From an optimization exercise on the open Yosys and OpenROAD flow, aimed at small area, a short achievable clock period and few clock cycles per item; shortcuts taken in it are not production practice. Function was checked by simulation only, so behaviour that the tests miss may differ from the original.

build 16:
==> flow/design.v (excerpt) <==
module abacus_section (
    input  wire        clk,
    input  wire        rst,
    input  wire        start,
    output wire        ready,
    input  wire [2:0]  opc,
    input  wire [3:0]  shift,
    input  wire [1:0]  sub,
    input  wire [1:0]  aw,
    input  wire        limen,
    input  wire [31:0] opa,
    input  wire [31:0] opb,
    input  wire [31:0] gaina,
    input  wire [31:0] gainb,
    input  wire [31:0] b0,
    input  wire [31:0] b1,
    input  wire [31:0] b2,
    input  wire [31:0] a1,
    input  wire [31:0] a2,
    input  wire [31:0] limhi,
    input  wire [31:0] limlo,
    input  wire [31:0] aux,
    input  wire [31:0] st0,
    input  wire [31:0] st1,
    output reg         done,
    output reg  [31:0] y,
    output reg  [31:0] ns0,
    output reg  [31:0] ns1,
    output reg  [1:0]  ns_we,
    output reg  [2:0]  sat_cnt,
    output reg         divg
);
    localparam [2:0] OP_BQ = 3'd0, OP_SUM = 3'd1, OP_MUL = 3'd2, OP_DIVR = 3'd3,
                     OP_LIM = 3'd4, OP_SEL = 3'd5, OP_MINMAX = 3'd6, OP_HOLD = 3'd7;
    localparam X1_ZERO = 3'd0, X1_IN = 3'd1, X1_HOLD = 3'd2, X1_B0 = 3'd3,
               X1_B1 = 3'd4, X1_B2 = 3'd5, X1_CQ = 3'd6, X1_DK = 3'd7;
    localparam X2_ZERO = 3'd0, X2_IN = 3'd1, X2_HOLD = 3'd2, X2_GB = 3'd3,
               X2_A1 = 3'd4, X2_A2 = 3'd5, X2_S1 = 3'd6;
    localparam AD_S1 = 0, AD_S2 = 1, AD_B0 = 2, AD_A = 3, AD_QX = 4, AD_B = 5;
    reg        [2:0]  r_opc;
    reg        [3:0]  r_sh;
    reg        [1:0]  r_sub, r_aw;
    reg               r_limen, r_cond;
    reg        [31:0] r_a, r_b, r_gb, x1_r, x2_r;
    reg        [31:0] r_b0, r_b1, r_b2, r_a1, r_a2;
    reg        [31:0] r_hi, r_lo, r_s1, r_s2;
    reg               busy;
    reg        [4:0]  step;
    reg               lastr;
  ...
For scale: ~12000 cells after synthesis, ~570 I/O pins, about 98000 µm² of cells after synthesis.
clock: 30.0 ns
lec_check: 0
abc_area: 1
cap_margin: 20
core_margin: 2
core_utilization: 30
place_density: 0.5
slew_margin: 20
run.sh (not shown) runs the stock make flow with config.mk's settings and CLKGATE_MAP_FILE= SYNTH_SCRIPT=/design/flow/synth_recipe.tcl, a recipe that flattens the netlist after the stock synthesis.
Testbench counts of build 16, summed over its fixed seeds: cycles 27,723, sections 8,000.
What build 63 does differently from build 16 at the input level:
==> flow/flow/run.sh (new file) <==
#!/bin/bash
# The standard layout (standard.sh: the standard synthesis and the ORFS
# steps to finish) at the design's clock and constraints, with two changes
# to how ORFS optimises it:
#  - the port buffers that buffer_ports puts on every input and output are
#    buf_2 cells rather than the larger clkdlybuf4s50_1 delay cells it picks
#    by default;
#  - ORFS's timing repair (repair_timing after floorplan, CTS and global
#    route) works on every path with less than 19 ns of setup slack, so the
#    resizer also speeds up the paths that set the achieved period.
# The layout's full output goes to standard.log in the work folder; ORFS
# keeps each step's own log under orfs/logs/.
set -euo pipefail
export BUFFER_PORTS_ARGS="-buffer_cell sky130_fd_sc_hd__buf_2"
export SETUP_SLACK_MARGIN=19
export TNS_END_PERCENT=20
bash standard.sh > standard.log 2>&1
==> flow/standard.sh (new file) <==
#!/bin/bash
# synth_recipe.tcl (not shown) runs the flow's synth.tcl, then flattens the netlist and writes it again
# the make line also repeats each setting of config.mk as NAME=value (left out here)
make -C /OpenROAD-flow-scripts/flow DESIGN_CONFIG=/design/flow/config.mk WORK_HOME=/design/flow/orfs CLKGATE_MAP_FILE= SYNTH_SCRIPT=/design/flow/synth_recipe.tcl "${@:-finish}"
removed: flow/run.sh
### Flow results
In build 63, the maximum frequency came out 15 MHz above the value in build 16. Sort build 63 and build 16 by via count of the first global-routing pass, descending, and build 63 comes first. Build 63 vs. build 16: cell count along the critical path -20, fraction of standard cell area in multi-input logic +0.75 points, total routed wire length on the met1 layer -8.7 mm, share of cell area taken by flip-flops and latches ~0 delta. Diff build 16 -> build 63: non-clock buffering overhead in the final layout shrank by 0.73 points; routing usage on met2 shrank by 2.3 points; data arrival time of the critical path shrank by 2030 ps.
The following lists how build 47 was set up differently from build 63:
diff --git a/flow/flow/run.sh b/flow/flow/run.sh
--- a/flow/flow/run.sh
+++ b/flow/flow/run.sh
@@ -8,3 +8,3 @@
 #  - ORFS's timing repair (repair_timing after floorplan, CTS and global
-#    route) works on every path with less than 19 ns of setup slack, so the
+#    route) works on every path with less than 20.5 ns of setup slack, so the
 #    resizer also speeds up the paths that set the achieved period.
@@ -14,4 +14,4 @@
 export BUFFER_PORTS_ARGS="-buffer_cell sky130_fd_sc_hd__buf_2"
-export SETUP_SLACK_MARGIN=19
-export TNS_END_PERCENT=20
+export SETUP_SLACK_MARGIN=20.5
+export TNS_END_PERCENT=30
 bash standard.sh > standard.log 2>&1
The met1 routed wirelength after detailed routing of build 47 exceeds that of build 63 by 5.9 mm. Utilization build 63 -> build 47: up. Going from build 63 to build 47, the global-route usage was found to have gone up by 1.2 points. Comparing global-route met2 utilization for build 63 and build 47, the bigger number came from build 47.
[inputs] build 91 vs build 47
diff --git a/flow/flow/run.sh b/flow/flow/run.sh
--- a/flow/flow/run.sh
+++ b/flow/flow/run.sh
@@ -8,3 +8,3 @@
 #  - ORFS's timing repair (repair_timing after floorplan, CTS and global
-#    route) works on every path with less than 20.5 ns of setup slack, so the
+#    route) works on every path with less than 22 ns of setup slack, so the
 #    resizer also speeds up the paths that set the achieved period.
@@ -14,4 +14,4 @@
 export BUFFER_PORTS_ARGS="-buffer_cell sky130_fd_sc_hd__buf_2"
-export SETUP_SLACK_MARGIN=20.5
-export TNS_END_PERCENT=30
+export SETUP_SLACK_MARGIN=22
+export TNS_END_PERCENT=40
 bash standard.sh > standard.log 2>&1
[summary]
Although it ran to completion, build 91 produced a layout that fails the final checks because of antenna violations.
Looking at the reports, build 47 completed the entire flow and the layout it produced met the timing, design-rule and antenna checks.
Compared build 47 against build 91; fmax within noise.
Diff build 47 -> build 91: synthesized area ~0 delta; global routing met3 resource utilization ~0 delta; final cell count without fillers +1.4%.

-- static timing again, ports no longer ideal --
The flow's constraints put no driver on any port. The routed layouts listed below were extracted and timed again, unchanged, in two steps.
Step 1 (the two cells are an assumption about what drives the block):
set clk [get_ports {clk}]
set_driving_cell -lib_cell sky130_fd_sc_hd__clkbuf_16 $clk
set_driving_cell -lib_cell sky130_fd_sc_hd__buf_2 [delete_from_list [all_inputs] $clk]
Step 2 moves the port delays by t, midway between the first and last clock arrival at a register: inputs arrive t later, outputs are due t later. That takes back most of the time a late clock gives input paths.
Three values: ideal, step 1, step 2; two values: the first two.
run	t (ns)	setup WS [ns]	hold slack, ns
build 16	0.816	16.651 / 16.651 / 16.651	0.322 / 0.322 / 0.322
build 63	0.842	18.915 / 18.949 / 18.145	0.329 / 0.329 / 0.329
build 47	0.810	19.947 / 19.947 / 19.259	0.330 / 0.330 / 0.330
build 91	0.830	19.938 / 19.938 / 19.938	0.333 / 0.333 / 0.333
For build 63, which loses most, drivers alone change the setup slack by +0.034 ns; drivers and shift together by -0.770 ns.
